This design comes from an exercise in tuning for small area on the open sky130 flow, not from production work. In this exercise RTL edits were held to simulation tests only and were not proved equivalent to the original. No activity file was given, so power comes from the tool's default toggle rates.

==> flow/design.v <==
module tally_timer #(
    parameter integer IDX = 0,       
    parameter integer NT  = 2        
) (
    input  wire          clk,
    input  wire          rst,
    input  wire          wr,
    input  wire [3:0]    woff,       
    input  wire [31:0]   wdata,
    input  wire [31:0]   wd0,        
    input  wire [31:0]   wd1,        
    input  wire [3:0]    roff,
    output reg  [31:0]   rdata,
    input  wire [7:0]    tb_evt,     
    input  wire [31:0]   car_evt,    
    input  wire          grid_evt,   
    input  wire [NT-1:0] zero_q,     
    output reg           out,
    output reg           zero_evt,   
    output reg           trig,       
    output wire          late_set,
    output wire          slip_set
);
    reg         en, mode;
    reg  [1:0]  tsrc_r;
    reg  [2:0]  tbsel;
    reg  [15:0] presc;
    reg  [31:0] rld;         
    reg  [31:0] rld_stg;     
    reg         pend;
    reg  [31:0] cmp [0:3];
    reg  [7:0]  act;
    reg  [1:0]  zact;
    reg  [7:0]  edg;
    reg  [2:0]  trigsel;
    reg         outinit;
    reg  [6:0]  syncsrc;     
    reg         once, once_done;
    reg  [32:0] c;           
    reg         dir;
    reg  [15:0] pc;          
    wire [1:0]  tsrc = (IDX == 0) ? {1'b0, tsrc_r[0]} : tsrc_r;
    wire wr_cfg  = wr && woff == 4'h0;
    wire wr_rld  = wr && woff == 4'h1;
    wire wr_act  = wr && woff == 4'h8;
    wire wr_sync = wr && woff == 4'h9;
    wire [3:0] wr_cmp;
    assign wr_cmp[0] = wr && woff == 4'h4;
    assign wr_cmp[1] = wr && woff == 4'h5;
    assign wr_cmp[2] = wr && woff == 4'h6;
    assign wr_cmp[3] = wr && woff == 4'h7;
    wire cfg_bad = (wdata[3:2] == 2'd3) ||
                   (IDX == 0 && wdata[3:2] == 2'd2) ||
                   (en && (wdata[1] != mode || wdata[3:2] != tsrc ||
                           wdata[6:4] != tbsel || wdata[31:16] != presc));
    wire cfg_ok  = wr_cfg && !cfg_bad;
    wire sync_ok = wr_sync && !wdata[7] && !(wdata[6] && wdata[5] && |wdata[4:1]) &&
                   wdata[7:0] != IDX + 1;
    wire        ld_cfg    = cfg_ok || rst;
    wire        ld_act    = wr_act || rst;
    wire        ld_sync   = sync_ok || rst;
    wire        mode_n    = ld_cfg ? wd0[1]     : mode;
    wire [1:0]  tsrc_n    = ld_cfg ? wd0[3:2]   : tsrc;
    wire [2:0]  tbsel_n   = ld_cfg ? wd0[6:4]   : tbsel;
    wire [15:0] presc_n   = ld_cfg ? wd0[31:16] : presc;
    wire [7:0]  act_n     = ld_act ? wd0[7:0]   : act;
    wire [1:0]  zact_n    = ld_act ? wd0[9:8]   : zact;
    wire [7:0]  edg_n     = ld_act ? wd0[17:10] : edg;
    wire [2:0]  trigsel_n = ld_act ? wd0[20:18] : trigsel;
    wire [6:0]  syncsrc_n = ld_sync ? wd0[6:0]  : syncsrc;
    wire        once_n    = ld_sync ? wd0[8]    : once;
    wire        once_done_pre = sync_ok ? 1'b0 : once_done;
    wire start   = cfg_ok && wdata[0] && !en;
    wire stop    = cfg_ok && !wdata[0];
    wire en_eff  = en && !stop;
    wire en_next = start || en_eff;
    reg src_ev;
    always @(*) begin
        case (tsrc)
            2'd0:    src_ev = 1'b1;
            2'd1:    src_ev = tb_evt[tbsel];
            2'd2:    src_ev = (IDX > 0) ? zero_q[(IDX > 0) ? IDX - 1 : 0] : 1'b0;
            default: src_ev = 1'b0;
        endcase
    end
    wire srcev = en_eff && src_ev;
    reg  [15:0] pc_inc;
    reg         pcc;
    integer q;
    always @(*) begin
        pcc = 1'b1;
        for (q = 0; q < 16; q = q + 1) begin
            pc_inc[q] = pc[q] ^ pcc;
            pcc = pcc & pc[q];
        end
    end
    wire pc_end = pc == presc;
    wire tick  = srcev && pc_end;
    reg sync_hit;
    always @(*) begin
        sync_hit = 1'b0;
        if (!syncsrc_n[6]) begin
            if (syncsrc_n[5:0] == 6'd1)      sync_hit = zero_q[0];
            else if (syncsrc_n[5:0] == 6'd2) sync_hit = zero_q[1];
        end else if (syncsrc_n[5:0] == 6'd33) begin
            sync_hit = grid_evt;
        end else if (syncsrc_n[5:0] != 6'd0) begin
            sync_hit = car_evt[syncsrc_n[4:0] - 5'd1];
        end
    end
    wire syncev = en_eff && sync_hit && !(once_n && once_done_pre);
    wire        c_is_r  = c[31:0] == rld;
    wire        wrap    = tick && (mode ? (dir && c[31:0] == 32'd1) : c_is_r);
    wire        turn    = tick && mode && !dir && c_is_r;
    wire        zero    = syncev || wrap;
    wire        c_nz    = c[31:0] != 32'd0;
    assign      slip_set = syncev && c_nz && !wrap;
    wire        reload  = (zero || start) && pend;
    wire        restart = zero || start;      
    wire [31:0] rld_n   = reload ? rld_stg : rld;
    wire        down    = dir || (mode && c_is_r);
    reg  [31:0] c_step;
    reg         stc;
    integer b;
    always @(*) begin
        stc = 1'b1;
        for (b = 0; b < 32; b = b + 1) begin
            c_step[b] = c[b] ^ stc;
            stc = stc & (c[b] ^ down);
        end
    end
    wire [31:0] cn      = restart ? 32'd0 : tick ? c_step : c[31:0];
    wire        dn      = restart ? 1'b0 : (dir || turn);
    wire        updn    = mode_n;
    wire [31:0] t2, t3;
    wire        cin2, pol2, frc2, frcv2, cin3, pol3, frc3, frcv3;
    wire [33:0] tup;
    reg         lth0_q, lth1_q, fl0_q, fl1_q, big0_q, big1_q;
    wire        lth0, lth1, fl0, fl1, big0, big1;
    wire        cn_lt_h = restart || (tick ? lth1_q : lth0_q);             
    wire        flag    = tick ? (turn ? |rld[31:2] : fl1_q) : fl0_q;      
    wire        big     = tick ? (!turn && big1_q) : big0_q;              
    tally_bounds u_bnd (
        .a({!en_next & c[32], cn}), .hsel(en_next), .rr(rld_n), .updn(updn), .dn(dn),
        .flag(flag), .cn_lt_h(cn_lt_h), .big(big),
        .t2(t2), .cin2(cin2), .pol2(pol2), .frc2(frc2), .frcv2(frcv2),
        .t3(t3), .cin3(cin3), .pol3(pol3), .frc3(frc3), .frcv3(frcv3),
        .lth0(lth0), .lth1(lth1), .fl0(fl0), .fl1(fl1), .big0(big0), .big1(big1), .tup(tup)
    );
    always @(posedge clk) begin
        lth0_q <= lth0; lth1_q <= lth1; fl0_q <= fl0; fl1_q <= fl1;
        big0_q <= big0; big1_q <= big1;
    end
    wire        conv    = cfg_ok && !start && (wdata[1] != mode) &&
                          (mode ? dir : fl0);
    reg  [31:0] cmp_n  [0:3];
    wire [3:0]  fu, fd, lt, inu, ind, d0u, d0d;
    reg  [3:0]  su_q, sd_q, zu_q, zd_q;
    wire        eqw = wdata == cn;
    wire        mv  = tick && !restart;
    always @(posedge clk) begin
        su_q <= inu; sd_q <= ind; zu_q <= d0u; zd_q <= d0d;
    end
    genvar g;
    generate
        for (g = 0; g < 4; g = g + 1) begin : g_pt
            always @(*) cmp_n[g] = (wr_cmp[g] || rst) ? wd1 : cmp[g];
            tally_point u_pt (
                .cc(cmp_n[g]), .cn(cn), .dn(dn), .updn(updn), .edg(edg_n[2*g +: 2]),
                .wrk(wr_cmp[g] || wr_act), .wc(wr_cmp[g]), .eqw(eqw), .rsz(restart), .mv(mv),
                .su(su_q[g]), .sd(sd_q[g]), .zu(zu_q[g]), .zd(zd_q[g]),
                .cn_lt_h(cn_lt_h), .flag(flag),
                .t2(t2), .cin2(cin2), .pol2(pol2), .frc2(frc2), .frcv2(frcv2),
                .t3(t3), .cin3(cin3), .pol3(pol3), .frc3(frc3), .frcv3(frcv3),
                .fu(fu[g]), .fd(fd[g]), .late(lt[g]),
                .in_u(inu[g]), .in_d(ind[g]), .d0_u(d0u[g]), .d0_d(d0d[g])
            );
        end
    endgenerate
    wire [3:0] fire = {4{en_next && (wr_act || restart || tick)}} & (fu | fd) |
                      {4{en_next}} & wr_cmp & (fu | fd);
    assign late_set = en_next && |lt;
    reg act_set, act_clr, act_tog;
    reg out_n;
    integer j;
    always @(*) begin
        act_set = 1'b0; act_clr = 1'b0; act_tog = 1'b0;
        if (zero) begin
            act_set = zact_n == 2'd1;
            act_clr = zact_n == 2'd2;
            act_tog = zact_n == 2'd3;
        end
        for (j = 0; j < 4; j = j + 1) begin
            if (fire[j]) begin
                if (act_n[2*j +: 2] == 2'd1) act_set = 1'b1;
                if (act_n[2*j +: 2] == 2'd2) act_clr = 1'b1;
                if (act_n[2*j +: 2] == 2'd3) act_tog = 1'b1;
            end
        end
        out_n = start ? outinit : out;
        if (act_clr)      out_n = 1'b0;
        else if (act_set) out_n = 1'b1;
        else if (act_tog) out_n = !out_n;
    end
    reg trig_n;
    always @(*) begin
        case (trigsel_n)
            3'd1:    trig_n = zero;
            3'd2:    trig_n = fire[0];
            3'd3:    trig_n = fire[1];
            3'd4:    trig_n = fire[2];
            3'd5:    trig_n = fire[3];
            default: trig_n = 1'b0;
        endcase
    end
    integer m;
    always @(posedge clk) begin
        if (rst) begin
            en <= 1'b0;
            rld <= 32'hFFFF_FFFF; pend <= 1'b0;
            once_done <= 1'b0;
            c <= 33'd0; dir <= 1'b0; pc <= 16'd0; out <= 1'b0; zero_evt <= 1'b0; trig <= 1'b0;
        end else begin
            en <= en_next;
            once_done <= once_done_pre || (syncev && once_n);
            rld <= rld_n;
            if (wr_rld) begin
                pend    <= 1'b1;
            end else if (reload) begin
                pend    <= 1'b0;
            end
            if (conv) begin
                c   <= tup[32:0];
                dir <= !mode;
            end else begin
                c   <= {(en_next ? 1'b0 : c[32]), cn};
                dir <= dn;
            end
            if (start || syncev)
                pc <= 16'd0;
            else if (srcev)
                pc <= pc_end ? 16'd0 : pc_inc;
            out      <= out_n;
            zero_evt <= zero;
            trig     <= trig_n;
        end
    end
    always @(posedge clk) begin
        mode <= mode_n; tsrc_r <= tsrc_n; tbsel <= tbsel_n; presc <= presc_n;
        act <= act_n; zact <= zact_n; edg <= edg_n; trigsel <= trigsel_n;
        if (ld_act) outinit <= wd0[21];
        syncsrc <= syncsrc_n; once <= once_n;
        for (m = 0; m < 4; m = m + 1)
            cmp[m] <= cmp_n[m];
        if (wr_rld || rst)
            rld_stg <= (wd1[31:1] == 31'd0) ? 32'd2 : wd1;
    end
    always @(*) begin
        case (roff)
            4'h0:    rdata = {presc, 9'd0, tbsel, tsrc, mode, en};
            4'h1:    rdata = pend ? rld_stg : rld;
            4'h2:    rdata = c[31:0];
            4'h3:    rdata = {28'd0, once_done, pend, out, dir};
            4'h4:    rdata = cmp[0];
            4'h5:    rdata = cmp[1];
            4'h6:    rdata = cmp[2];
            4'h7:    rdata = cmp[3];
            4'h8:    rdata = {10'd0, outinit, trigsel, edg, zact, act};
            4'h9:    rdata = {23'd0, once, 1'b0, syncsrc};
            default: rdata = 32'd0;
        endcase
    end
endmodule
module tally_bounds #(
    parameter integer W = 32
) (
    input  wire [W:0]   a,
    input  wire         hsel,
    input  wire [W-1:0] rr,
    input  wire         updn,
    input  wire         dn,
    input  wire         flag,       
    input  wire         cn_lt_h,    
    input  wire         big,        
    output reg  [W-1:0] t2,
    output reg          cin2, pol2, frc2, frcv2,
    output reg  [W-1:0] t3,
    output reg          cin3, pol3, frc3, frcv3,
    output wire         lth0,       
    output wire         lth1,       
    output wire         fl0,        
    output wire         fl1,        
    output wire         big0,       
    output wire         big1,       
    output wire [W+1:0] tup
);
    function automatic [W+1:0] add34(input [W+1:0] a, input [W+1:0] b, input cin);
        integer i;
        reg c;
        begin
            c = cin;
            for (i = 0; i < W+2; i = i + 1) begin
                add34[i] = a[i] ^ b[i] ^ c;
                c = (a[i] & b[i]) | (c & (a[i] ^ b[i]));
            end
        end
    endfunction
    wire [W+1:0] dlo  = add34({2'b0, a[W-1:0]}, ~{3'b0, rr[W-1:1]}, !(!updn & rr[0]));   
    assign lth0       = dlo[W+1];
    assign lth1       = dlo[W+1] && !(&dlo[W:0]);
    wire [W+1:0] esum = add34({1'b0, a}, {3'b0, rr[W-1:1] & {(W-1){hsel}}}, hsel & !updn);
    wire [W+1:0] ex   = add34(esum, ~{2'b0, rr}, 1'b0);                                
    assign fl0        = !ex[W+1];
    assign fl1        = !ex[W+1] && (|ex[W:0]);
    assign tup        = add34({2'b0, rr}, ~ex, 1'b0);                                  
    assign big0       = tup[W+1] | tup[W];
    assign big1       = big0 | (&tup[W-1:0]);
    always @(*) begin
        t2 = dlo[W-1:0]; cin2 = 1'b1; pol2 = 1'b0; frc2 = 1'b0; frcv2 = 1'b0;
        t3 = ~dlo[W-1:0]; cin3 = 1'b1; pol3 = 1'b1; frc3 = 1'b0; frcv3 = 1'b0;
        if (!updn) begin
            if (cn_lt_h) begin
                t2 = rr;          cin2 = 1'b1; pol2 = 1'b1;
                t3 = esum[W-1:0]; cin3 = 1'b1; pol3 = 1'b0;
            end else begin
                t2 = dlo[W-1:0];  cin2 = 1'b1; pol2 = 1'b0;
            end
        end else if (!dn) begin
            t2 = dlo[W-1:0];      cin2 = 1'b1; pol2 = 1'b0; frc2 = cn_lt_h; frcv2 = 1'b1;
            if (cn_lt_h) begin
                t3 = ~dlo[W-1:0]; cin3 = 1'b1; pol3 = 1'b1;
            end else begin
                t3 = rr;          cin3 = 1'b0; pol3 = 1'b0;
            end
        end else begin
            t2 = tup[W-1:0];      cin2 = 1'b1; pol2 = 1'b0; frc2 = big; frcv2 = 1'b0;
            if (flag) begin
                t3 = rr;          cin3 = 1'b1; pol3 = 1'b1;
            end else begin
                t3 = esum[W-1:0]; cin3 = 1'b0; pol3 = 1'b1;
            end
        end
    end
endmodule
module tally_point #(
    parameter integer W = 32
) (
    input  wire [W-1:0] cc,
    input  wire [W-1:0] cn,
    input  wire        dn,
    input  wire        updn,
    input  wire [1:0]  edg,
    input  wire        wrk,        
    input  wire        wc,         
    input  wire        eqw,        
    input  wire        rsz,        
    input  wire        mv,         
    input  wire        su, sd,     
    input  wire        zu, zd,     
    input  wire        cn_lt_h,
    input  wire        flag,
    input  wire [W-1:0] t2,
    input  wire        cin2, pol2, frc2, frcv2,
    input  wire [W-1:0] t3,
    input  wire        cin3, pol3, frc3, frcv3,
    output wire        fu,
    output wire        fd,
    output wire        late,
    output reg         in_u,
    output reg         in_d,
    output wire        d0_u,
    output wire        d0_d
);
    function automatic lt_chain(input [W-1:0] a, input [W-1:0] b, input cin);
        integer i;
        reg c;
        begin
            c = cin;
            for (i = 0; i < W; i = i + 1)
                c = (~a[i] & b[i]) | (~a[i] & c) | (b[i] & c);
            lt_chain = c;
        end
    endfunction
    wire k1r  = lt_chain(cc, cn, !dn);            
    wire k2r  = lt_chain(cc, t2, cin2);
    wire k3r  = lt_chain(cc, t3, cin3);
    wire k2   = frc2 ? frcv2 : (pol2 ? k2r : !k2r);
    wire k3   = frc3 ? frcv3 : (pol3 ? k3r : !k3r);
    wire zc   = cc == {W{1'b0}};
    always @(*) begin
        if (!updn) begin
            in_u = cn_lt_h ? (k1r || (k2 && k3)) : (k1r && k2);
            in_d = 1'b0;
        end else if (!dn) begin
            in_u = k1r && k2;
            in_d = cn_lt_h ? (!zc && k3) : (k3 && k1r);    
        end else begin
            in_u = flag && k2 && k3;
            in_d = !k1r && k3;
        end
    end
    wire top   = updn && !dn && !cn_lt_h && k3 && k1r;       
    assign d0_u = rsz ? zc : wc ? (!dn && eqw) : mv ? (in_u && !su) : zu;
    assign d0_d = rsz ? 1'b0 : wc ? (dn ? eqw : top) : mv ? (in_d && !sd) : zd;
    wire any   = !updn || zc || top;
    wire up_en = edg[0] || (any && edg[1]);
    assign fu   = up_en && (wrk ? in_u : d0_u);
    assign fd   = edg[1] && (wrk ? in_d : d0_d);
    assign late = wrk && ((fu && !d0_u) || (fd && !d0_d));
endmodule
module tally_block #(
    parameter integer NT = 2,
    parameter integer NP = 4
) (
    input  wire          clk,
    input  wire          rst,
    input  wire          we,
    input  wire          re,
    input  wire [11:0]   addr,
    input  wire [31:0]   wdata,
    output reg  [31:0]   rdata,
    input  wire [7:0]    tb_evt,
    input  wire [31:0]   car_evt,
    input  wire          grid_evt,
    output wire [NP-1:0] tal_pin,
    output wire [NP-1:0] tal_oe,
    output wire [NT-1:0] trig
);
    wire [NT-1:0] out, zero_q, late_set, slip_set;
    wire [31:0]   wd0 = wdata & {32{!rst}};
    wire [31:0]   wd1 = wdata | {32{rst}};
    wire [31:0]   t_rdata [0:NT-1];
    genvar t;
    generate
        for (t = 0; t < NT; t = t + 1) begin : g_tim
            tally_timer #(.IDX(t), .NT(NT)) u_tim (
                .clk      (clk),
                .rst      (rst),
                .wr       (we && addr[11:10] == 2'b00 && addr[9:6] == t),
                .woff     (addr[5:2]),
                .wdata    (wdata),
                .wd0      (wd0),
                .wd1      (wd1),
                .roff     (addr[5:2]),
                .rdata    (t_rdata[t]),
                .tb_evt   (tb_evt),
                .car_evt  (car_evt),
                .grid_evt (grid_evt),
                .zero_q   (zero_q),
                .out      (out[t]),
                .zero_evt (zero_q[t]),
                .trig     (trig[t]),
                .late_set (late_set[t]),
                .slip_set (slip_set[t])
            );
        end
    endgenerate
    reg       pin_sel [0:NP-1];
    reg       pin_inv [0:NP-1];
    reg       pin_oe  [0:NP-1];
    genvar p;
    generate
        for (p = 0; p < NP; p = p + 1) begin : g_pin
            assign tal_pin[p] = out[pin_sel[p]] ^ pin_inv[p];
            assign tal_oe[p]  = pin_oe[p];
        end
    endgenerate
    reg [NT-1:0] late, slip;
    wire wr_late = we && addr == 12'hF00;
    wire wr_slip = we && addr == 12'hF08;
    integer i;
    always @(posedge clk) begin
        if (rst) begin
            late <= {NT{1'b0}};
            slip <= {NT{1'b0}};
        end else begin
            late <= (late & ~(wr_late ? wdata[NT-1:0] : {NT{1'b0}})) | late_set;
            slip <= (slip & ~(wr_slip ? wdata[NT-1:0] : {NT{1'b0}})) | slip_set;
        end
    end
    always @(posedge clk) begin
        for (i = 0; i < NP; i = i + 1) begin
            if ((we && addr == 12'h800 + 4 * i) || rst) begin
                pin_sel[i] <= |wd0[5:0];
                pin_inv[i] <= wd0[6];
                pin_oe[i]  <= wd0[7];
            end
        end
    end
    reg [31:0] rd_n;
    always @(*) begin
        rd_n = 32'd0;
        if (addr[11:10] == 2'b00 && addr[9:6] < NT)
            rd_n = t_rdata[addr[9:6]];
        for (i = 0; i < NP; i = i + 1)
            if (addr == 12'h800 + 4 * i)
                rd_n = {24'd0, pin_oe[i], pin_inv[i], 5'd0, pin_sel[i]};
        if (addr == 12'hF00) rd_n = {{(32 - NT){1'b0}}, late};
        if (addr == 12'hF08) rd_n = {{(32 - NT){1'b0}}, slip};
    end
    always @(posedge clk) begin
        if (rst)
            rdata <= 32'd0;
        else if (re)
            rdata <= rd_n;
    end
endmodule
==> flow/flow/run.sh <==
#!/bin/bash
# Own layout flow: the standard flow, except that the synthesis maps the
# logic with an area-oriented ABC script (flow/area.script) in place of the
# one ORFS picks. Everything else (the Yosys passes before ABC, the register
# names, floorplan, power grid, placement, CTS and routing) is the standard flow.
set -euo pipefail
W=$PWD
# synthesis script: ORFS's synth.tcl with only the ABC script replaced
sed 's|log_cmd abc {\*}$abc_args|log_cmd abc {*}[lreplace $abc_args 1 1 $::env(MY_ABC_SCRIPT)]|' \
    "$FLOW_HOME/scripts/synth.tcl" > "$W/own_synth_core.tcl"
grep -q MY_ABC_SCRIPT "$W/own_synth_core.tcl"
sed "s|source \$::env(SCRIPTS_DIR)/synth.tcl|source $W/own_synth_core.tcl|" \
    "$W/synth_recipe.tcl" > "$W/own_synth.tcl"
grep -q own_synth_core "$W/own_synth.tcl"
sed "s|SYNTH_SCRIPT=[^ ]*|SYNTH_SCRIPT=$W/own_synth.tcl|" "$W/standard.sh" > "$W/own_standard.sh"
grep -q own_synth.tcl "$W/own_standard.sh"
export CTS_ARGS="-sink_clustering_enable -repair_clock_nets -buf_list {sky130_fd_sc_hd__clkbuf_4 sky130_fd_sc_hd__clkbuf_8} -dont_use_dummy_load"
export MY_ABC_SCRIPT="$W/flow/area.script"
bash "$W/own_standard.sh" finish > "$W/own_flow_make.log" 2>&1
test -f "$W/out/final.def"
==> flow/flow/area.script <==
strash
ifraig
scorr
dc2
strash
&get -n
&st
&syn2
&dch
&nf -R 50
&put
buffer -c
topo
upsize -c
dnsize -c
==> flow/standard.sh <==
#!/bin/bash
# synth_recipe.tcl (not shown) runs the flow's synth.tcl, then flattens the netlist and writes it again
# the make line also repeats each setting of config.mk as NAME=value (left out here)
make -C /OpenROAD-flow-scripts/flow DESIGN_CONFIG=/design/flow/config.mk WORK_HOME=/design/flow/orfs CLKGATE_MAP_FILE= SYNTH_SCRIPT=/design/flow/synth_recipe.tcl "${@:-finish}"
==> flow/config.mk <==
export PLATFORM = sky130hd
export DESIGN_NAME = tally_block
export DESIGN_NICKNAME = tally_block
export VERILOG_FILES = /design/flow/design.v
export SDC_FILE = /design/flow/constraint.sdc
export NUM_CORES = 8
export LEC_CHECK = 0
export ABC_AREA = 1
export CAP_MARGIN = 20
export CORE_MARGIN = 2
export CORE_UTILIZATION = 40
export CTS_BUF_LIST = sky130_fd_sc_hd__clkbuf_8
export CTS_CLUSTER_DIAMETER = 80
export CTS_CLUSTER_SIZE = 30
export PLACE_DENSITY = 0.6
export SLEW_MARGIN = 20
==> flow/constraint.sdc <==
create_clock -name core_clock -period 25.0 [get_ports {clk}]
set_input_delay 5.0000 -clock core_clock [delete_from_list [all_inputs] [get_ports {clk}]]
set_output_delay 5.0000 -clock core_clock [all_outputs]
set_load 0.01 [all_outputs]
==> results of run 1 <==
[final timing paths]
path                            start            endpoint  cells after the start
setup / recovery              addr[8]  g_tim[1].u_tim.out                     79
hold / removal               rdata[7]            rdata[7]                      2
setup reg to reg  g_tim[0].u_tim.mode  g_tim[0].u_tim.out                     72
hold reg to reg              rdata[7]            rdata[7]                      2
[flip-flops by register name (all words and copies together), names as in the netlist, 8 cells and up]
signal / cells
g_tim.u_tim.cmp: 256
g_tim.u_tim.c: 66
g_tim.u_tim.rld: 64
g_tim.u_tim.rld_stg: 64
g_tim.u_tim.pc: 32
g_tim.u_tim.presc: 32
rdata: 32
g_tim.u_tim.act: 16
g_tim.u_tim.edg: 16
g_tim.u_tim.syncsrc: 14
g_tim.u_tim.sd_q: 8
g_tim.u_tim.su_q: 8
g_tim.u_tim.zd_q: 8
g_tim.u_tim.zu_q: 8
[metal layers]
layer  wire length, um  track usage  part of all wire  vias to the layer above
met5               194            0           0.00070                        -
met4             19800        0.233             0.071                       10
met2            112000        0.564              0.41                     4485
met3             38200        0.131              0.14                      946
li1                  -            -                 -                    24600
met1            106000        0.517              0.38                    28000
[cells in the final DEF, fill, tap and decap left out, types with 107 or more instances in the layout]
| cell type | n |
|---|---|
| sky130_fd_sc_hd__a21oi_1 | 474 |
| sky130_fd_sc_hd__nor4_1 | 165 |
| sky130_fd_sc_hd__clkbuf_8 | 137 |
| sky130_fd_sc_hd__clkdlybuf4s50_1 | 128 |
| sky130_fd_sc_hd__a22oi_1 | 275 |
| sky130_fd_sc_hd__o21ai_1 | 107 |
| sky130_fd_sc_hd__nor2_1 | 757 |
| sky130_fd_sc_hd__dfxtp_1 | 570 |
| sky130_fd_sc_hd__buf_4 | 587 |
| sky130_fd_sc_hd__edfxtp_1 | 119 |
| sky130_fd_sc_hd__inv_1 | 328 |
| sky130_fd_sc_hd__nand2_1 | 400 |
| sky130_fd_sc_hd__nand3_1 | 109 |
| sky130_fd_sc_hd__o21ai_0 | 204 |
| sky130_fd_sc_hd__xor2_1 | 150 |
| sky130_fd_sc_hd__xnor2_1 | 119 |
| sky130_fd_sc_hd__o221ai_1 | 172 |
| sky130_fd_sc_hd__mux2i_1 | 129 |
| sky130_fd_sc_hd__a221oi_1 | 241 |
| sky130_fd_sc_hd__fa_1 | 123 |
| sky130_fd_sc_hd__fa_2 | 125 |
| sky130_fd_sc_hd__o22ai_1 | 269 |
[report_power, final]
part | total, mW | internal [mW] | switching, mW | leakage (nW)
Sequential | 1.19 | 1.16 | 0.0339 | 5.79
Combinational | 0.363 | 0.119 | 0.245 | 14.9
Clock | 0.988 | 0.480 | 0.507 | 0.985
Total | 2.54 | 1.76 | 0.786 | 21.7
[worst register-to-register path: cells and delay by family (launching register included)]
kind | cells | cell delay [ns]
AO/OA/AOI/OAI | 18 | 2.96
adder cells (fa/ha/maj) | 34 | 13.20
flip-flops | 1 | 0.90
AND/OR/NAND/NOR | 10 | 1.77
multiplexers | 3 | 0.61
buffers and inverters | 7 | 1.06
[layout make-up]
| cell class | count | share of cell area |
|---|---|---|
| flip-flops and latches | 691 | 0.244 |
| well taps | 1755 | 0.0357 |
| clock buffers | 137 | 0.0306 |
| inverters | 339 | 0.0209 |
| multi-input cells | 4896 | 0.573 |
| repair buffers | 730 | 0.0956 |
| diodes | 4 | 0.000163 |
[stage by stage]
| step | util | TNS (ns) | hold WS, ns | setup slack, ns |
|---|---|---|---|---|
| global route | 0.469 | -0.147 | 0.491 | -0.0891 |
| detailed placement | 0.448 | -6.99 | 0.459 | -1.29 |
| floorplan | - | -0.200 | 0.445 | -0.200 |
| global placement | 0.448 | -4.92 | 0.451 | -0.986 |
| CTS | 0.464 | 0 | 0.467 | 0.0207 |
| finish | 0.469 | 0 | 0.462 | 0.482 |
[cells in the mapped netlist (18+ instances only)]
cell type / n
sky130_fd_sc_hd__nor2_1: 770
sky130_fd_sc_hd__dfxtp_1: 572
sky130_fd_sc_hd__a21oi_1: 487
sky130_fd_sc_hd__nand2_1: 404
sky130_fd_sc_hd__inv_1: 331
sky130_fd_sc_hd__clkbuf_1: 321
sky130_fd_sc_hd__a22oi_1: 275
sky130_fd_sc_hd__o22ai_1: 273
sky130_fd_sc_hd__a221oi_1: 249
sky130_fd_sc_hd__fa_1: 248
sky130_fd_sc_hd__o21ai_0: 218
sky130_fd_sc_hd__o221ai_1: 178
sky130_fd_sc_hd__nor4_1: 167
sky130_fd_sc_hd__xor2_1: 151
sky130_fd_sc_hd__mux2i_1: 134
sky130_fd_sc_hd__xnor2_1: 120
sky130_fd_sc_hd__edfxtp_1: 119
sky130_fd_sc_hd__nand3_1: 110
sky130_fd_sc_hd__a211oi_1: 106
sky130_fd_sc_hd__o21ai_1: 101
sky130_fd_sc_hd__nand2b_1: 99
sky130_fd_sc_hd__nor3_1: 93
sky130_fd_sc_hd__nand4_1: 85
sky130_fd_sc_hd__buf_1: 50
sky130_fd_sc_hd__or2_2: 45
sky130_fd_sc_hd__ha_1: 44
sky130_fd_sc_hd__a21oi_2: 36
sky130_fd_sc_hd__a222oi_1: 33
sky130_fd_sc_hd__clkbuf_8: 33
sky130_fd_sc_hd__a32oi_1: 28
sky130_fd_sc_hd__nor2b_1: 27
sky130_fd_sc_hd__or3_1: 27
sky130_fd_sc_hd__a221o_1: 25
sky130_fd_sc_hd__mux2_2: 24
sky130_fd_sc_hd__a31oi_1: 21
sky130_fd_sc_hd__a21o_1: 20
sky130_fd_sc_hd__and3_1: 18
[kinds of logic after synthesis]
group	count (synthesis)
fa+ha+maj	317
compound gates	2188
simple gates	1953
flops	691
mux	164
xor+xnor	274
buf+inv	780
[timing repair]
action                                  CTS  global route
endpoints found under the setup margin    5             6
hold buffers                              0             0
resized for setup                        32           144
buffers inserted                          6            11
hold endpoints to repair                  0             0
pin swaps                                24            81
==> impl_results.md, run 1 <==
* Layout overhead on the synthesized area at 16.6%
* Post-synthesis sequential element count at 691
* Total number of yosys warnings at 19
* WP buf/inv at 11
* Filler Cell Count at 12900
* Maximum root-to-sink buffer count at 3
* Total congestion overflow at 0
* Combinational family with the most area after synthesis: compound AO/OA/AOI/OAI gates
* Core area at 131000 um2
* Number of failing hold endpoints at the final stage at 0
* Number of nets at the end of the flow at 7176
* Maximum number of pins on one net before global-route repair at 71
* Slowest-stage cell, CP: sky130_fd_sc_hd__fa_1
* Routed wire length at 277000 um
* Power Total at 2.54 mW
* Ratio of cells with drive above 1 in the final layout at 0.176
* Antenna violations before repair at 9
* Most frequent cell on the critical path: sky130_fd_sc_hd__fa_2
* Source-to-sink clock delay at the later pin of the worst-skew pair at 0.91 ns
* DR vias/cell at 6.79
* Clk_skew at 0.0872 ns
* Share of the cycle needed by the critical path after routing at 0.981
* Number of standard cells after synthesis at 6367
* Standard-cell row count at 133
* Family with the most delay on the worst path: adder cells
* Drc violations at 0
* Buffers added on ports at 130
* Number of antenna-violating nets in the routed design at 0
* Clock buffers created by TritonCTS at 137
* Ports placed on the boundary at 131
* Number of nets in the synthesized netlist at 6748
* Final min period at 24.52 ns
* Estimated wirelength of the detail-placed design at 210000 um
* Finished Cell Area at 61500 um2
* Adder-cell area share of the yosys netlist at 0.109
* Number of max-capacitance violations reported at 0
* Post-Layout Cell Count at 8552
* P per Cell Area at 41.3 nW/um2
* Cell Count Post-Placement at 8391
* Effective utilization at floorplan at 0.402
* Clock sink total at 691
* CP peak stage delay at 0.52 ns
* Post-synth EDFFs at 119
* Total global routing track utilization at 0.395
* Compound-Gate Fraction of Synth Area at 0.286
* Worst Tran Pin Value at 1.32 ns
* Worst R2R Setup Slack at 4.50 ns
* P_leak at 21.7 nW
* Number of vias in the routed layout at 58000
* Horizontal extent of the die at 367 um
* Post-DR wirelength/cell at 32.3 um
* Crit path required time at 25.71 ns
* Arrival time at the worst endpoint at 25.23 ns
* Critical Path Sink Type: flop
* Buffer type at the clock tree root: sky130_fd_sc_hd__clkbuf_8
* Setup repair after global routing missed its margin: true
* Die H at 367 um
* Proportion of synthesized chip area in sequential cells at 0.285
* Relative slew margins at 0.119
* Storage element area at 15000 um2
* Largest fanout of any net on the critical path at 9
* Maximum clock frequency at 40.8 MHz
* Area enclosed by the die boundary at 135000 um2
* Clock edge transition at the registers on the reported setup and hold paths at 0.05 ns
* Leading area contributor after synthesis: sky130_fd_sc_hd__dfxtp_1
* Start-to-end type of the worst setup path: in2reg
* Async set-reset flop share out of synthesis at 0
* First-pass DRT Iterations at 9
* Iteration-0 DRC count of the detailed router at 9818
* Min-delay worst type: reg2reg
* Count of unique library cells instantiated by Yosys at 132
* Predominant post-synthesis flop cell: sky130_fd_sc_hd__dfxtp_1
* Total standard cell area after synthesis at 52800 um2
* Startpoint kind of the worst setup timing path: input pin
* Weighted congestion at the end of routability-driven global placement at 1.06
* Syn avg cell area at 8.29 um2
* First-pass GRT wire length at 392000 um
* Number of global-route vias before repair at 54100
* TritonCTS clock tree: done
* Number of H-tree levels at 4
* Synth Area in XOR/XNOR at 0.0461
* Instance area at placement at 58800 um2
* Synth top area cells: sky130_fd_sc_hd__dfxtp_1, sky130_fd_sc_hd__fa_1, sky130_fd_sc_hd__edfxtp_1
* Simple logic cell fraction of the synthesized area at 0.176
* Status: no timing/DRC/antenna violations
* IR Drop Worst-Case VDD at 0.0000698 V
* Final max-slew violation count at 0
* Area share of the leading cell type in the synthesized netlist at 0.217
* Total area of multi-input combinational cells at 35300 um2
* Setup violation total in the final timing report at 0
* Fraction of synthesized area in multiplexers at 0.0329
==> inputs of run 2 (changes only) <==
--- a/flow/flow/run.sh
+++ b/flow/flow/run.sh
@@ -15,6 +15,7 @@
 sed "s|SYNTH_SCRIPT=[^ ]*|SYNTH_SCRIPT=$W/own_synth.tcl|" "$W/standard.sh" > "$W/own_standard.sh"
 grep -q own_synth.tcl "$W/own_standard.sh"
 export CTS_ARGS="-sink_clustering_enable -repair_clock_nets -buf_list {sky130_fd_sc_hd__clkbuf_4 sky130_fd_sc_hd__clkbuf_8} -dont_use_dummy_load"
+export GPL_KEEP_OVERFLOW=0
 export MY_ABC_SCRIPT="$W/flow/area.script"
 bash "$W/own_standard.sh" finish > "$W/own_flow_make.log" 2>&1
 test -f "$W/out/final.def"
--- a/flow/config.mk
+++ b/flow/config.mk
@@ -9,8 +9,6 @@
 export CAP_MARGIN = 20
 export CORE_MARGIN = 2
 export CORE_UTILIZATION = 40
-export CTS_BUF_LIST = sky130_fd_sc_hd__clkbuf_8
-export CTS_CLUSTER_DIAMETER = 80
-export CTS_CLUSTER_SIZE = 30
 export PLACE_DENSITY = 0.6
+export SETUP_SLACK_MARGIN = 0.2
 export SLEW_MARGIN = 20
==> impl_results.md, run 2 <==
* Status: no timing/DRC/antenna violations
* DR vias/cell at 7.01
* Cell count of the worst hold path at 2
* Number of standard cells after synthesis at 6367
* Arrival time at the worst endpoint at 25.43 ns
* Cell Count Post-Placement at 7895
* Largest fanout of any net on the critical path at 8
* Horizontal extent of the die at 367 um
* Number of global-route vias before repair at 52400
* Final max-slew violation count at 0
* Instance area at placement at 56000 um2
* Number of vias in the routed layout at 57200
* Worst hold slack at 0.460 ns
* Crit path required time at 25.77 ns
* Buffers added on ports at 130
* Proportion of synthesized chip area in sequential cells at 0.285
* Post-DR wirelength/cell at 34.2 um
* Flip-flop count of the largest register, all copies and words added at 256
* Predominant post-synthesis flop cell: sky130_fd_sc_hd__dfxtp_1
* GR Layer Usage met3 at 0.127
* Ports placed on the boundary at 131
* Synth top area cells: sky130_fd_sc_hd__dfxtp_1, sky130_fd_sc_hd__fa_1, sky130_fd_sc_hd__edfxtp_1
* Count of unique library cells instantiated by Yosys at 132
* Number of H-tree levels at 4
* Clock sink total at 691
* Syn avg cell area at 8.29 um2
* Area enclosed by the die boundary at 135000 um2
* Finished Cell Area at 60200 um2
* Post-route core utilization at 0.458
* Met1 track demand over resource at 0.531
* Die H at 367 um
* Most repeated cell in the gate-level netlist after synthesis: sky130_fd_sc_hd__nor2_1
* First-pass DRT Iterations at 9
* Storage element area at 15000 um2
* Aggregate negative setup slack at 0 ns
* Clk_skew at 0.0951 ns
* WP buf/inv at 5
* Async set-reset flop share out of synthesis at 0
* Estimated wirelength of the detail-placed design at 210000 um
* Total standard cell area after synthesis at 52800 um2
* Final min period at 24.66 ns
* Family with the most delay on the worst path: adder cells
* Setup violation total in the final timing report at 0
* Largest register by flop count: g_tim.u_tim.cmp
* Clock buffers created by TritonCTS at 135
* Antenna violations before repair at 12
* Iteration-0 DRC count of the detailed router at 9641
* P per Cell Area at 41.8 nW/um2
* Startpoint kind of the worst setup timing path: input pin
* Maximum number of pins on one net before global-route repair at 104
* Ratio of cells with drive above 1 in the final layout at 0.149
* Setup repair after global routing missed its margin: true
* Total area of multi-input combinational cells at 36200 um2
* Standard-cell row count at 133
* Top flop regs: g_tim.u_tim.cmp: 256 flops, g_tim.u_tim.c: 66 flops
* TritonCTS clock tree: done
* Logic depth of the worst path, buffers included at 67
* Most frequent cell on the critical path: sky130_fd_sc_hd__fa_2
* Hold buffers post-CTS at 0
* Min-delay worst type: reg2reg
* Drc violations at 0
* Met2 Track Usage GR at 0.566
* Slowest-stage cell, CP: sky130_fd_sc_hd__fa_2
* Number of max-capacitance violations reported at 0
* Clock edge transition at the registers on the reported setup and hold paths at 0.06 ns
* Highest-count cells in the layout ignoring fill and taps: sky130_fd_sc_hd__nor2_1, sky130_fd_sc_hd__dfxtp_1, sky130_fd_sc_hd__a21oi_1
* Commonest cells in the synthesized netlist: sky130_fd_sc_hd__nor2_1, sky130_fd_sc_hd__dfxtp_1, sky130_fd_sc_hd__a21oi_1, sky130_fd_sc_hd__nand2_1, sky130_fd_sc_hd__inv_1
* Total global routing track utilization at 0.397
* Worst Tran Pin Value at 1.34 ns
* IR Drop Worst-Case VDD at 0.0000535 V
* Area share of the leading cell type in the synthesized netlist at 0.217
* Post-Layout Cell Count at 8160
* Post-synthesis sequential element count at 691
* Number of nets in the synthesized netlist at 6748
* Maximum root-to-sink buffer count at 3
* Buffer type at the clock tree root: sky130_fd_sc_hd__clkbuf_8
* Filler Cell Count at 12800
* Critical Path Sink Type: flop
* Routed wire length at 279000 um
* Number of nets at the end of the flow at 6785
* Relative slew margins at 0.110
* Post-synth EDFFs at 119
* P_leak at 20.4 nW
* Effective utilization at floorplan at 0.402
* Start-to-end type of the worst setup path: in2reg
* Maximum clock frequency at 40.6 MHz
* CP peak stage delay at 0.64 ns
* Layout overhead on the synthesized area at 14.0%
* Core area at 131000 um2
* Number of antenna-violating nets in the routed design at 0
* Number of cells traversed by the worst register-to-register path at 66
* Number of failing hold endpoints at the final stage at 0
* Highest-utilization routing layer at the global route stage: met2
* Share of the cycle needed by the critical path after routing at 0.986
* Source-to-sink clock delay at the later pin of the worst-skew pair at 0.90 ns
* Commonest non-fill, non-tap cell in the layout: sky130_fd_sc_hd__nor2_1
* Total congestion overflow at 0
* Leading area contributor after synthesis: sky130_fd_sc_hd__dfxtp_1
* First-pass GRT wire length at 392000 um
* Weighted congestion at the end of routability-driven global placement at 1.01
* Total number of yosys warnings at 19
[run 2: path summary, 6_finish.rpt]
| path | slack (ns) | start | endpoint |
|---|---|---|---|
| min | 0.46 | rdata[6] | rdata[6] |
| min reg2reg | 0.46 | rdata[6] | rdata[6] |
| max | 0.34 | wdata[25] | late[0] |
| max reg2reg | 4.11 | g_tim[0].u_tim.mode | late[0] |
[run 2: through the flow]
stage | setup WS (ns) | power [mW]
after CTS | 0.187 | 2.49
after detailed placement | -5.15 | 1.54
after global placement | -15.62 | 1.53
final | 0.342 | 2.52
after floorplan | -0.126 | 1.38
after global routing | -0.108 | 2.56
[run 2: cells by family (layout without fill, tap and decap cells)]
kind of cell	Yosys count	after routing	synth area share
and+or+nand+nor	1953	1958	0.176
AOI/OAI and AO/OA	2188	2188	0.286
muxes	164	164	0.0329
DFF	691	691	0.285
adders and majority gates	317	317	0.109
xor gates and xnor gates	274	275	0.0461
other	0	3	0
buffers and inverters	780	809	0.0650
[run 2: cell type report]
type	count	share of cell area
Timing Repair Buffer	335	0.0592
Multi-Input combinational cell	4902	0.602
Antenna cell	3	0.000125
Inverter	339	0.0216
Clock buffer	135	0.0309
Tap cell	1755	0.0365
Sequential cell	691	0.250
[run 2: where the power goes]
group / internal [mW] / leakage [nW] / switching (mW)
registers: 1.16 / 5.80 / 0.0364
logic: 0.107 / 13.6 / 0.249
clock network: 0.474 / 0.971 / 0.496
total: 1.74 / 20.4 / 0.781
[run 2: tightest hold or removal path, delay by kind of cell, from the launching register on]
family	cells	cell delay [ns]
AO/OA/AOI/OAI	1	0.05
flip-flops	1	0.30
AND/OR/NAND/NOR	1	0.06
[run 2: metal layers]
metal	up-vias	wire length, um	part of all wire
met3	936	39100	0.14
met1	27700	107000	0.39
met4	12	18400	0.066
met5	-	77	0.00028
li1	23800	-	-
met2	4696	114000	0.41
[run 2: timing repair]
| action | in CTS | in global routing |
|---|---|---|
| gates cloned | 6 | 0 |
| pin swaps | 74 | 116 |
| setup endpoints to repair | 115 | 7 |
| buffers inserted | 80 | 38 |
| resized for setup | 195 | 198 |
==> inputs of run 3 (changes only) <==
==> flow/flow/run.sh (replaced) <==
#!/bin/bash
# Own layout flow: the standard flow (standard.sh) with three changes.
#  1. Synthesis: ORFS's synth.tcl with only its ABC script replaced by
#     flow/area.script (area-oriented mapping). The Yosys passes before ABC,
#     and so the register names and cells, are the standard synthesis's.
#  2. Global placement stays timing-driven, but does not keep the resizer's
#     buffering from its timing-driven iterations (GPL_KEEP_OVERFLOW=0).
#  3. CTS without dummy loads, with clkbuf_4 / clkbuf_8 (CTS_ARGS). The tree
#     stays balanced; no register's clock is skewed on purpose.
# Floorplan, power grid, tap cells, port buffers, repair and routing are the
# standard flow's. Tool output: own_flow_make.log and orfs/logs/.
set -euo pipefail
W=$PWD
# synthesis script: ORFS's synth.tcl with only the ABC script replaced
sed 's|log_cmd abc {\*}$abc_args|log_cmd abc {*}[lreplace $abc_args 1 1 $::env(MY_ABC_SCRIPT)]|' \
    "$FLOW_HOME/scripts/synth.tcl" > "$W/own_synth_core.tcl"
grep -q MY_ABC_SCRIPT "$W/own_synth_core.tcl"
sed "s|source \$::env(SCRIPTS_DIR)/synth.tcl|source $W/own_synth_core.tcl|" \
    "$W/synth_recipe.tcl" > "$W/own_synth.tcl"
grep -q own_synth_core "$W/own_synth.tcl"
sed "s|SYNTH_SCRIPT=[^ ]*|SYNTH_SCRIPT=$W/own_synth.tcl|" "$W/standard.sh" > "$W/own_standard.sh"
grep -q own_synth.tcl "$W/own_standard.sh"
export MY_ABC_SCRIPT="$W/flow/area.script"
export GPL_KEEP_OVERFLOW=0
export BUFFER_PORTS_ARGS="-buffer_cell sky130_fd_sc_hd__buf_2"
export CTS_ARGS="-sink_clustering_enable -repair_clock_nets -buf_list {sky130_fd_sc_hd__clkbuf_4 sky130_fd_sc_hd__clkbuf_8} -dont_use_dummy_load"
bash "$W/own_standard.sh" finish > "$W/own_flow_make.log" 2>&1
test -f "$W/out/final.def"
==> impl_results.md, run 3 <==
* Die H at 367 um
* Startpoint kind of the worst setup timing path: input pin
* Min-delay worst type: reg2reg
* Worst hold slack at 0.462 ns
* DR vias/cell at 7.04
* Filler Cell Count at 12900
* Leading area contributor after synthesis: sky130_fd_sc_hd__dfxtp_1
* Clock buffers created by TritonCTS at 136
* Buffers added on ports at 130
* Relative slew margins at 0.0785
* Slowest-stage cell, CP: sky130_fd_sc_hd__or4_2
* Estimated wirelength of the detail-placed design at 209000 um
* Weighted congestion at the end of routability-driven global placement at 1.04
* Origin of the critical flop-to-flop path: g_tim[0].u_tim.presc[9]
* Total number of yosys warnings at 19
* Clock sink total at 691
* Routed wire length at 279000 um
* Horizontal extent of the die at 367 um
* GR Layer Usage met3 at 0.133
* Endpoint of the worst hold-timing path: rdata[7]
* Standard-cell row count at 133
* Cell count of the worst hold path at 2
* Commonest non-fill, non-tap cell in the layout: sky130_fd_sc_hd__nor2_1
* Reg-to-Reg End: late[0]
* Largest register by flop count: g_tim.u_tim.cmp
* Ratio of cells with drive above 1 in the final layout at 0.164
* Flip-flop count of the largest register, all copies and words added at 256
* Total standard cell area after synthesis at 52800 um2
* Number of antenna-violating nets in the routed design at 0
* Clk_skew at 0.0511 ns
* Maximum number of pins on one net before global-route repair at 95
* Instance area at placement at 55400 um2
* Arrival time at the worst endpoint at 25.51 ns
* Number of nets in the synthesized netlist at 6748
* Synth top area cells: sky130_fd_sc_hd__dfxtp_1, sky130_fd_sc_hd__fa_1, sky130_fd_sc_hd__edfxtp_1
* Layout overhead on the synthesized area at 12.7%
* Post-DR wirelength/cell at 34.1 um
* Setup violation total in the final timing report at 0
* CP peak stage delay at 0.80 ns
* Source-to-sink clock delay at the later pin of the worst-skew pair at 0.87 ns
* Total congestion overflow at 0
* Number of standard cells after synthesis at 6367
* Final min period at 24.74 ns
* Syn avg cell area at 8.29 um2
* Most repeated cell in the gate-level netlist after synthesis: sky130_fd_sc_hd__nor2_1
* P per Cell Area at 42.3 nW/um2
* Iteration-0 DRC count of the detailed router at 10400
* Clock edge transition at the registers on the reported setup and hold paths at 0.05 ns
* Worst Tran Pin Value at 1.37 ns
* Area enclosed by the die boundary at 135000 um2
* Highest-count cells in the layout ignoring fill and taps: sky130_fd_sc_hd__nor2_1, sky130_fd_sc_hd__dfxtp_1, sky130_fd_sc_hd__a21oi_1
* Maximum root-to-sink buffer count at 3
* Crit path required time at 25.77 ns
* Most frequent cell on the critical path: sky130_fd_sc_hd__fa_2
* Met1 track demand over resource at 0.527
* Antenna violations before repair at 16
* Area share of the leading cell type in the synthesized netlist at 0.217
* P_leak at 20.3 nW
* Status: no timing/DRC/antenna violations
* Setup repair after global routing missed its margin: true
* Worst R2R Setup Slack at 4.00 ns
* Proportion of synthesized chip area in sequential cells at 0.285
* Buffer type at the clock tree root: sky130_fd_sc_hd__clkbuf_8
* Number of max-capacitance violations reported at 0
* Number of cells traversed by the worst register-to-register path at 68
* Core area at 131000 um2
* Critical Path Sink Type: flop
* Drc violations at 0
* Post-synthesis sequential element count at 691
* Maximum clock frequency at 40.4 MHz
* Final max-slew violation count at 0
* First-pass DRT Iterations at 10
* Ports placed on the boundary at 131
* Finished Cell Area at 59500 um2
* Async set-reset flop share out of synthesis at 0
* Predominant post-synthesis flop cell: sky130_fd_sc_hd__dfxtp_1
* Post-synth EDFFs at 119
* Top flop regs: g_tim.u_tim.cmp: 256 flops, g_tim.u_tim.c: 66 flops
* Number of nets at the end of the flow at 6798
* Share of the cycle needed by the critical path after routing at 0.990
* IR Drop Worst-Case VDD at 0.0000483 V
* Total global routing track utilization at 0.395
* Count of unique library cells instantiated by Yosys at 132
* Post-Layout Cell Count at 8177
* Number of vias in the routed layout at 57600
* Met2 Track Usage GR at 0.561
* First-pass GRT wire length at 391000 um
* Number of global-route vias before repair at 52300
* Highest-utilization routing layer at the global route stage: met2
* Effective utilization at floorplan at 0.402
* TritonCTS clock tree: done
* Largest fanout of any net on the critical path at 11
* Hold buffers post-CTS at 0
* Number of failing hold endpoints at the final stage at 0
* Number of H-tree levels at 4
* Start-to-end type of the worst setup path: in2reg
* Cell Count Post-Placement at 7899
* Origin of the worst min-delay path: rdata[7]
* Commonest cells in the synthesized netlist: sky130_fd_sc_hd__nor2_1, sky130_fd_sc_hd__dfxtp_1, sky130_fd_sc_hd__a21oi_1, sky130_fd_sc_hd__nand2_1, sky130_fd_sc_hd__inv_1
==> run 3: cell count changes in the layout (fill, tap and decap cells not counted), moves of 6 or more <==
cell,before,now
sky130_fd_sc_hd__a221oi_2,10,17
sky130_fd_sc_hd__buf_6,12,20
sky130_fd_sc_hd__dlymetal6s2s_1,10,0
sky130_fd_sc_hd__fa_1,106,112
sky130_fd_sc_hd__clkdlybuf4s50_1,94,0
sky130_fd_sc_hd__buf_4,125,131
sky130_fd_sc_hd__fa_2,142,136
sky130_fd_sc_hd__buf_2,20,135
==> run 3: layer usage <==
layer | up-vias | wire length (um)
li1 | 23900 | -
met1 | 28000 | 108000
met2 | 4693 | 113000
met3 | 968 | 39200
met4 | 12 | 18000
met5 | - | 194
==> run 3: what timing repair did <==
item / 4_1_cts / 5_1_grt
buffers inserted: 77 / 46
endpoints found under the setup margin: 113 / 6
pin swaps: 71 / 96
gates cloned: 6 / 1
resized for setup: 136 / 146
==> run 3: how the worst max path moves through the flow <==
stage	startpoint	end	slack, ns	depth (start not counted)
after floorplan	rst	g_tim[1].u_tim.out	-0.13	86
after global placement	addr[2]	late[0]	-12.57	62
after detailed placement	wdata[5]	g_tim[0].u_tim.out	-4.81	65
after CTS	addr[10]	g_tim[0].u_tim.out	0.20	77
after global routing	addr[9]	g_tim[1].u_tim.out	-0.09	81
final	wdata[5]	g_tim[1].u_tim.out	0.26	67
==> run 3: critical path, delay by kind of cell <==
family	cells	cell delay [ns]
adder cells (fa/ha/maj)	34	12.84
AND/OR/NAND/NOR	9	3.15
AO/OA/AOI/OAI	15	3.09
XOR/XNOR	2	0.67
buffers and inverters	6	0.48
multiplexers	1	0.25
==> run 3: final cells by class <==
class                   instances  area, um2  share of cell area
diodes                          7       17.5            0.000294
clock buffers                 136       1870              0.0314
inverters                     339       1300              0.0218
multi-input cells            4902      36000               0.605
flip-flops and latches        691      15000               0.253
well taps                    1755       2200              0.0369
repair buffers                347       3120              0.0524
==> run 3: logic make-up (layout without fill, tap and decap cells) <==
group                    after synthesis  in the layout  synth area share
AND/OR/NAND/NOR                     1953           1959             0.176
buffers and inverters                780            822            0.0650
other                                  0              7                 0
multiplexers                         164            164            0.0329
flip-flops                           691            691             0.285
XOR/XNOR                             274            274            0.0461
adder cells (fa/ha/maj)              317            317             0.109
AO/OA/AOI/OAI                       2188           2188             0.286
==> run 3: power breakdown <==
| part | total [mW] | internal, mW | switching, mW |
|---|---|---|---|
| Sequential | 1.19 | 1.16 | 0.0349 |
| Combinational | 0.348 | 0.100 | 0.248 |
| Clock | 0.980 | 0.477 | 0.503 |
==> run 3: metrics by stage <==
step	setup TNS [ns]	utilization	total power, mW	setup slack (ns)
2_1_floorplan	-0.126	-	1.38	-0.126
3_3_place_gp	-1063.88	0.409	1.51	-12.57
3_5_place_dp	-249.79	0.422	1.53	-4.81
4_1_cts	0	0.445	2.48	0.204
5_1_grt	-0.0934	0.453	2.56	-0.0934
6_report	0	0.453	2.52	0.262
==> inputs of run 4 (changes only) <==
--- a/flow/config.mk
+++ b/flow/config.mk
@@ -6,9 +6,9 @@
 export NUM_CORES = 8
 export LEC_CHECK = 0
 export ABC_AREA = 1
-export CAP_MARGIN = 20
+export CAP_MARGIN = 25
 export CORE_MARGIN = 2
 export CORE_UTILIZATION = 40
 export PLACE_DENSITY = 0.6
-export SETUP_SLACK_MARGIN = 0.2
+export SETUP_SLACK_MARGIN = 0.3
 export SLEW_MARGIN = 20
==> impl_results.md, run 4 <==
* Clock buffers created by TritonCTS at 131
* Hold buffers post-CTS at 0
* P per Cell Area at 42.0 nW/um2
* Share of the cycle needed by the critical path after routing at 0.987
* Number of H-tree levels at 4
* Core area at 131000 um2
* Area enclosed by the die boundary at 135000 um2
* Total global routing track utilization at 0.400
* Most frequent cell on the critical path: sky130_fd_sc_hd__fa_2
* Number of standard cells after synthesis at 6367
* Flip-flop count of the largest register, all copies and words added at 256
* Arrival time at the worst endpoint at 25.49 ns
* Buffer type at the clock tree root: sky130_fd_sc_hd__clkbuf_8
* Worst hold slack at 0.466 ns
* Filler Cell Count at 13000
* Clk_skew at 0.0871 ns
* Count of unique library cells instantiated by Yosys at 132
* Weighted congestion at the end of routability-driven global placement at 1.03
* Source-to-sink clock delay at the later pin of the worst-skew pair at 0.90 ns
* Critical Path Sink Type: flop
* Power Total at 2.49 mW
* P_leak at 20.3 nW
* TritonCTS clock tree: done
* Routed wire length at 281000 um
* Buffers added on ports at 130
* Proportion of synthesized chip area in sequential cells at 0.285
* Maximum number of pins on one net before global-route repair at 81
* Number of failing hold endpoints at the final stage at 0
* Aggregate negative setup slack at 0 ns
* Number of antenna-violating nets in the routed design at 0
* Total congestion overflow at 0
* Ratio of cells with drive above 1 in the final layout at 0.165
* Number of nets in the synthesized netlist at 6748
* Highest-count cells in the layout ignoring fill and taps: sky130_fd_sc_hd__nor2_1, sky130_fd_sc_hd__dfxtp_1, sky130_fd_sc_hd__a21oi_1
* Clock edge transition at the registers on the reported setup and hold paths at 0.06 ns
* Start-to-end type of the worst setup path: in2reg
* Predominant post-synthesis flop cell: sky130_fd_sc_hd__dfxtp_1
* Post-route core utilization at 0.453
* Commonest non-fill, non-tap cell in the layout: sky130_fd_sc_hd__nor2_1
* Post-synthesis sequential element count at 691
* Worst slack, placed at -4.24 ns
* Async set-reset flop share out of synthesis at 0
* Syn avg cell area at 8.29 um2
* Die H at 367 um
* Iteration-0 DRC count of the detailed router at 9888
* Ports placed on the boundary at 131
* Post-DR wirelength/cell at 34.4 um
* Final min period at 24.68 ns
* Number of nets at the end of the flow at 6791
* Effective utilization at floorplan at 0.402
* CP peak stage delay at 0.55 ns
* Number of max-capacitance violations reported at 0
* Antenna violations before repair at 15
* Number of vias in the routed layout at 57600
* Final worst-path setup slack at 0.319 ns
* Relative slew margins at 0.154
* Min-delay worst type: reg2reg
* Setup violation total in the final timing report at 0
* DR vias/cell at 7.05
* Estimated wirelength of the detail-placed design at 211000 um
* Commonest cells in the synthesized netlist: sky130_fd_sc_hd__nor2_1, sky130_fd_sc_hd__dfxtp_1, sky130_fd_sc_hd__a21oi_1, sky130_fd_sc_hd__nand2_1, sky130_fd_sc_hd__inv_1
* Most repeated cell in the gate-level netlist after synthesis: sky130_fd_sc_hd__nor2_1
* Post-synth EDFFs at 119
* Clock sink total at 691
* Cell Count Post-Placement at 7899
* Standard-cell row count at 133
* First-pass GRT wire length at 395000 um
* Final max-slew violation count at 0
* Total area of multi-input combinational cells at 36000 um2
* Maximum clock frequency at 40.5 MHz
* IR Drop Worst-Case VDD at 0.0000568 V
* Drc violations at 0
* Post-Layout Cell Count at 8168
* Top flop regs: g_tim.u_tim.cmp: 256 flops, g_tim.u_tim.c: 66 flops
* Startpoint kind of the worst setup timing path: input pin
* Horizontal extent of the die at 367 um
* Largest fanout of any net on the critical path at 7
* Crit path required time at 25.81 ns
* Total standard cell area after synthesis at 52800 um2
* Instance area at placement at 55400 um2
* Setup repair after global routing missed its margin: true
* Storage element area at 15000 um2
* Area share of the leading cell type in the synthesized netlist at 0.217
* Largest register by flop count: g_tim.u_tim.cmp
* Layout overhead on the synthesized area at 12.6%
* Slowest-stage cell, CP: sky130_fd_sc_hd__fa_1
* Synth top area cells: sky130_fd_sc_hd__dfxtp_1, sky130_fd_sc_hd__fa_1, sky130_fd_sc_hd__edfxtp_1
* Status: no timing/DRC/antenna violations
* Finished Cell Area at 59500 um2
* First-pass DRT Iterations at 10
* Maximum root-to-sink buffer count at 3
* Number of global-route vias before repair at 52200
* Total number of yosys warnings at 19
* Worst Tran Pin Value at 1.26 ns
* Leading area contributor after synthesis: sky130_fd_sc_hd__dfxtp_1
==> run 4: area by class of cell <==
type | count | area share
tap | 1755 | 0.0369
timing repair buffer | 345 | 0.0525
multi-input combinational | 4902 | 0.605
inverter | 339 | 0.0219
sequential | 691 | 0.253
clock buffer | 131 | 0.0303
antenna | 5 | 0.000210
==> run 4: logic make-up after synthesis <==
kind of cell | Yosys count | synth area share
flip-flops | 691 | 0.285
AO/OA/AOI/OAI | 2188 | 0.286
buffers and inverters | 780 | 0.0650
multiplexers | 164 | 0.0329
adder cells (fa/ha/maj) | 317 | 0.109
XOR/XNOR | 274 | 0.0461
AND/OR/NAND/NOR | 1953 | 0.176
==> run 4: worst paths after layout <==
path                             end  cells past startpoint  slack, ns                start
setup / recovery  g_tim[1].u_tim.out                     82       0.32              addr[8]
hold / removal              rdata[6]                      2       0.47             rdata[6]
setup reg to reg  g_tim[0].u_tim.out                     68       4.08  g_tim[0].u_tim.mode
hold reg to reg             rdata[6]                      2       0.47             rdata[6]
==> run 4: worst max-delay path, delay by kind of cell <==
family	cells	cell delay, ns
adder cells (fa/ha/maj)	35	13.07
AO/OA/AOI/OAI	22	3.75
AND/OR/NAND/NOR	10	2.03
buffers and inverters	13	1.17
multiplexers	1	0.25
XOR/XNOR	1	0.12
==> run 4: power by group <==
group / internal, mW / switching (mW) / leakage [nW]
Combinational: 0.101 / 0.248 / 13.5
Sequential: 1.16 / 0.0331 / 5.80
Clock: 0.460 / 0.495 / 0.942
Total: 1.72 / 0.777 / 20.3
==> run 4: what timing repair did <==
item                                    CTS  global route
resized for setup                       110           160
cloned                                    7             1
pin swaps                                49            88
endpoints found under the setup margin  112             7
setup buffers                            63            47
==> run 4: metal layers <==
layer,routed length [um],GRT usage,vias up
li1,-,-,23900
met1,109000,0.540,28100
met2,114000,0.572,4701
met3,39600,0.119,952
met4,18700,0.215,13
met5,128,0.00142,-
==> inputs of run 5 (changes only) <==
--- a/flow/flow/run.sh
+++ b/flow/flow/run.sh
@@ -23,6 +23,6 @@
 export MY_ABC_SCRIPT="$W/flow/area.script"
 export GPL_KEEP_OVERFLOW=0
 export BUFFER_PORTS_ARGS="-buffer_cell sky130_fd_sc_hd__buf_2"
-export CTS_ARGS="-sink_clustering_enable -repair_clock_nets -buf_list {sky130_fd_sc_hd__clkbuf_4 sky130_fd_sc_hd__clkbuf_8} -dont_use_dummy_load"
+export CTS_ARGS="-sink_clustering_enable -repair_clock_nets -buf_list {sky130_fd_sc_hd__clkbuf_2 sky130_fd_sc_hd__clkbuf_4} -dont_use_dummy_load"
 bash "$W/own_standard.sh" finish > "$W/own_flow_make.log" 2>&1
 test -f "$W/out/final.def"
==> impl_results.md, run 5 <==
* Clk_skew at 0.162 ns
* Area share of the leading cell type in the synthesized netlist at 0.217
* Startpoint kind of the worst setup timing path: input pin
* Standard-cell row count at 133
* Final max-slew violation count at 0
* Final min period at 24.43 ns
* Number of standard cells after synthesis at 6367
* Leading area contributor after synthesis: sky130_fd_sc_hd__dfxtp_1
* Proportion of synthesized chip area in sequential cells at 0.285
* Setup repair after global routing missed its margin: true
* Total number of yosys warnings at 19
* Largest register by flop count: g_tim.u_tim.cmp
* Maximum root-to-sink buffer count at 3
* Die H at 367 um
* Number of antenna-violating nets in the routed design at 0
* Met2 WL post-DR at 114000 um
* Top flop regs: g_tim.u_tim.cmp: 256 flops, g_tim.u_tim.c: 66 flops
* First-pass DRT Iterations at 10
* Crit path required time at 26.18 ns
* Slowest-stage cell, CP: sky130_fd_sc_hd__or4_2
* Most frequent cell on the critical path: sky130_fd_sc_hd__fa_2
* Number of global-route vias before repair at 52700
* Ports placed on the boundary at 131
* Number of nets at the end of the flow at 6853
* DR vias/cell at 7.09
* Power Total at 2.38 mW
* Highest-count cells in the layout ignoring fill and taps: sky130_fd_sc_hd__nor2_1, sky130_fd_sc_hd__dfxtp_1, sky130_fd_sc_hd__a21oi_1
* Effective utilization at floorplan at 0.402
* Area enclosed by the die boundary at 135000 um2
* Horizontal extent of the die at 367 um
* Maximum clock frequency at 40.9 MHz
* Estimated wirelength of the detail-placed design at 211000 um
* Status: no timing/DRC/antenna violations
* Finished Cell Area at 59000 um2
* Endpoint of the worst hold-timing path: rdata[6]
* Source-to-sink clock delay at the later pin of the worst-skew pair at 1.27 ns
* Total global routing track utilization at 0.399
* Clock buffers created by TritonCTS at 194
* Number of failing hold endpoints at the final stage at 0
* Origin of the worst min-delay path: rdata[6]
* Post-synthesis sequential element count at 691
* IR Drop Worst-Case VDD at 0.0000541 V
* Number of cells traversed by the worst register-to-register path at 69
* Drc violations at 0
* Number of nets in the synthesized netlist at 6748
* Worst hold slack at 0.463 ns
* Antenna violations before repair at 18
* Metal3 WL at 39800 um
* Relative slew margins at 0.177
* Instance area at placement at 55400 um2
* Buffer type at the clock tree root: sky130_fd_sc_hd__clkbuf_4
* P_leak at 20.2 nW
* CP Launch Point: wdata[28]
* Flip-flop count of the largest register, all copies and words added at 256
* Metal-1 WL at 109000 um
* Total congestion overflow at 0
* Synth top area cells: sky130_fd_sc_hd__dfxtp_1, sky130_fd_sc_hd__fa_1, sky130_fd_sc_hd__edfxtp_1
* Weighted congestion at the end of routability-driven global placement at 1.03
* Post-DR wirelength/cell at 34.2 um
* Arrival time at the worst endpoint at 25.61 ns
* First-pass GRT wire length at 394000 um
* Min-delay worst type: reg2reg
* Number of H-tree levels at 4
* Worst R2R Setup Slack at 3.95 ns
* Reg-to-Reg End: g_tim[0].u_tim.out
* Commonest non-fill, non-tap cell in the layout: sky130_fd_sc_hd__nor2_1
* P per Cell Area at 40.3 nW/um2
* Post-synth EDFFs at 119
* Aggregate negative setup slack at 0 ns
* Total standard cell area after synthesis at 52800 um2
* Start-to-end type of the worst setup path: in2reg
* CP peak stage delay at 0.86 ns
* Critical Path Sink Type: flop
* Number of max-capacitance violations reported at 0
* Clock edge transition at the registers on the reported setup and hold paths at 0.07 ns
* Buffers added on ports at 130
* Hold buffers post-CTS at 0
* Routed wire length at 282000 um
* Share of the cycle needed by the critical path after routing at 0.977
* Predominant post-synthesis flop cell: sky130_fd_sc_hd__dfxtp_1
* Async set-reset flop share out of synthesis at 0
* Setup violation total in the final timing report at 0
* Count of unique library cells instantiated by Yosys at 132
* Syn avg cell area at 8.29 um2
* TritonCTS clock tree: done
* Uppermost signal routing layer after detailed routing: met5
* Post-route core utilization at 0.449
* Largest fanout of any net on the critical path at 9
* Clock sink total at 691
* Worst Tran Pin Value at 1.24 ns
* Most repeated cell in the gate-level netlist after synthesis: sky130_fd_sc_hd__nor2_1
* Ratio of cells with drive above 1 in the final layout at 0.170
* Filler Cell Count at 13100
* Core area at 131000 um2
* Cell count of the worst hold path at 2
* Iteration-0 DRC count of the detailed router at 10300
* Commonest cells in the synthesized netlist: sky130_fd_sc_hd__nor2_1, sky130_fd_sc_hd__dfxtp_1, sky130_fd_sc_hd__a21oi_1, sky130_fd_sc_hd__nand2_1, sky130_fd_sc_hd__inv_1
* Number of vias in the routed layout at 58400
* Origin of the critical flop-to-flop path: g_tim[0].u_tim.mode
* Maximum number of pins on one net before global-route repair at 108
* Layout overhead on the synthesized area at 11.8%
-- run 5: critical path, delay by kind of cell --
| family | cells | cell delay, ns |
|---|---|---|
| adders and majority gates | 34 | 12.88 |
| and+or+nand+nor | 10 | 3.28 |
| AOI/OAI and AO/OA | 15 | 3.16 |
| buffers and inverters | 6 | 0.70 |
| xor gates and xnor gates | 2 | 0.28 |
| muxes | 1 | 0.25 |
-- run 5: stage by stage --
step	setup WS [ns]	cells
6_report	0.573	8240
5_1_grt	0.195	8227
4_1_cts	0.301	8144
3_5_place_dp	-4.24	7899
3_3_place_gp	-11.51	7811
2_1_floorplan	-0.110	6367
-- run 5: routing by layer --
metal / up-vias / track usage
met5: - / 0
li1: 24100 / -
met2: 4973 / 0.571
met4: 16 / 0.218
met3: 1044 / 0.121
met1: 28300 / 0.534
-- run 5: how the worst max path moves through the flow --
stage,to,depth (start not counted)
floorplan,g_tim[1].u_tim.out,82
global placement,g_tim[0].u_tim.out,62
detailed placement,g_tim[0].u_tim.out,67
CTS,g_tim[0].u_tim.out,76
global route,g_tim[1].u_tim.out,79
finish,g_tim[1].u_tim.out,68
-- run 5: cell type report --
type | count | area [um2] | area share
antenna | 15 | 37.5 | 0.000636
timing repair buffer | 344 | 3070 | 0.0520
tap | 1755 | 2200 | 0.0372
multi-input combinational | 4902 | 35900 | 0.609
clock buffer | 194 | 1460 | 0.0247
inverter | 339 | 1310 | 0.0221
sequential | 691 | 15000 | 0.255
-- run 5: repair_timing --
item                                    CTS  global route
pin swaps                                30           128
setup buffers                            46            64
gates cloned                              5             3
resized for setup                        64           186
endpoints found under the setup margin  110             6
-- run 5: logic make-up (layout without fill, tap and decap cells) --
| logic type | after synthesis | after routing | share of synthesized area |
|---|---|---|---|
| AO/OA/AOI/OAI | 2188 | 2188 | 0.286 |
| XOR/XNOR | 274 | 274 | 0.0461 |
| adder cells (fa/ha/maj) | 317 | 317 | 0.109 |
| buffers and inverters | 780 | 877 | 0.0650 |
| flip-flops | 691 | 691 | 0.285 |
| multiplexers | 164 | 164 | 0.0329 |
| other | 0 | 15 | 0 |
| AND/OR/NAND/NOR | 1953 | 1959 | 0.176 |
-- run 5: power breakdown --
part | internal, mW | switching [mW] | leakage [nW]
logic | 0.0999 | 0.249 | 13.5
clock network | 0.348 | 0.491 | 0.893
registers | 1.16 | 0.0334 | 5.80
total | 1.60 | 0.773 | 20.2

## separate check: timing with driven ports
No port has a modelled driver above. Below, the same layouts with a new extraction and two added sets of constraints. Step 1: set_driving_cell puts a clkbuf_16 on clk and a buf_2 on each other input, an assumption about the parent block. Step 2 moves the port delays by t, midway between the first and last clock arrival at a register: inputs arrive t later, outputs are due t later. That takes back most of the time a late clock gives input paths. Slacks: no drivers / after step 1 / after step 2; pairs: no drivers / after step 1.
| run | t, ns | slack for setup (ns) | clock arrival spread, ns |
|---|---|---|---|
| run 1 | 0.930 | 0.482 / 0.523 / -0.408 | 0.087 / 0.087 |
| run 2 | 0.929 | 0.342 / 0.393 / -0.537 | 0.097 / 0.097 |
| run 3 | 0.920 | 0.262 / 0.286 / -0.634 | 0.056 / 0.056 |
| run 4 | 0.935 | 0.319 / 0.364 / -0.572 | 0.087 / 0.087 |
| run 5 | 1.260 | 0.573 / 0.620 / -0.640 | 0.162 / 0.162 |
With both steps, setup timing fails in every run listed, where it was met with ideal ports. For run 5, which loses most, drivers alone change the setup slack by +0.047 ns; drivers and shift together by -1.213 ns.
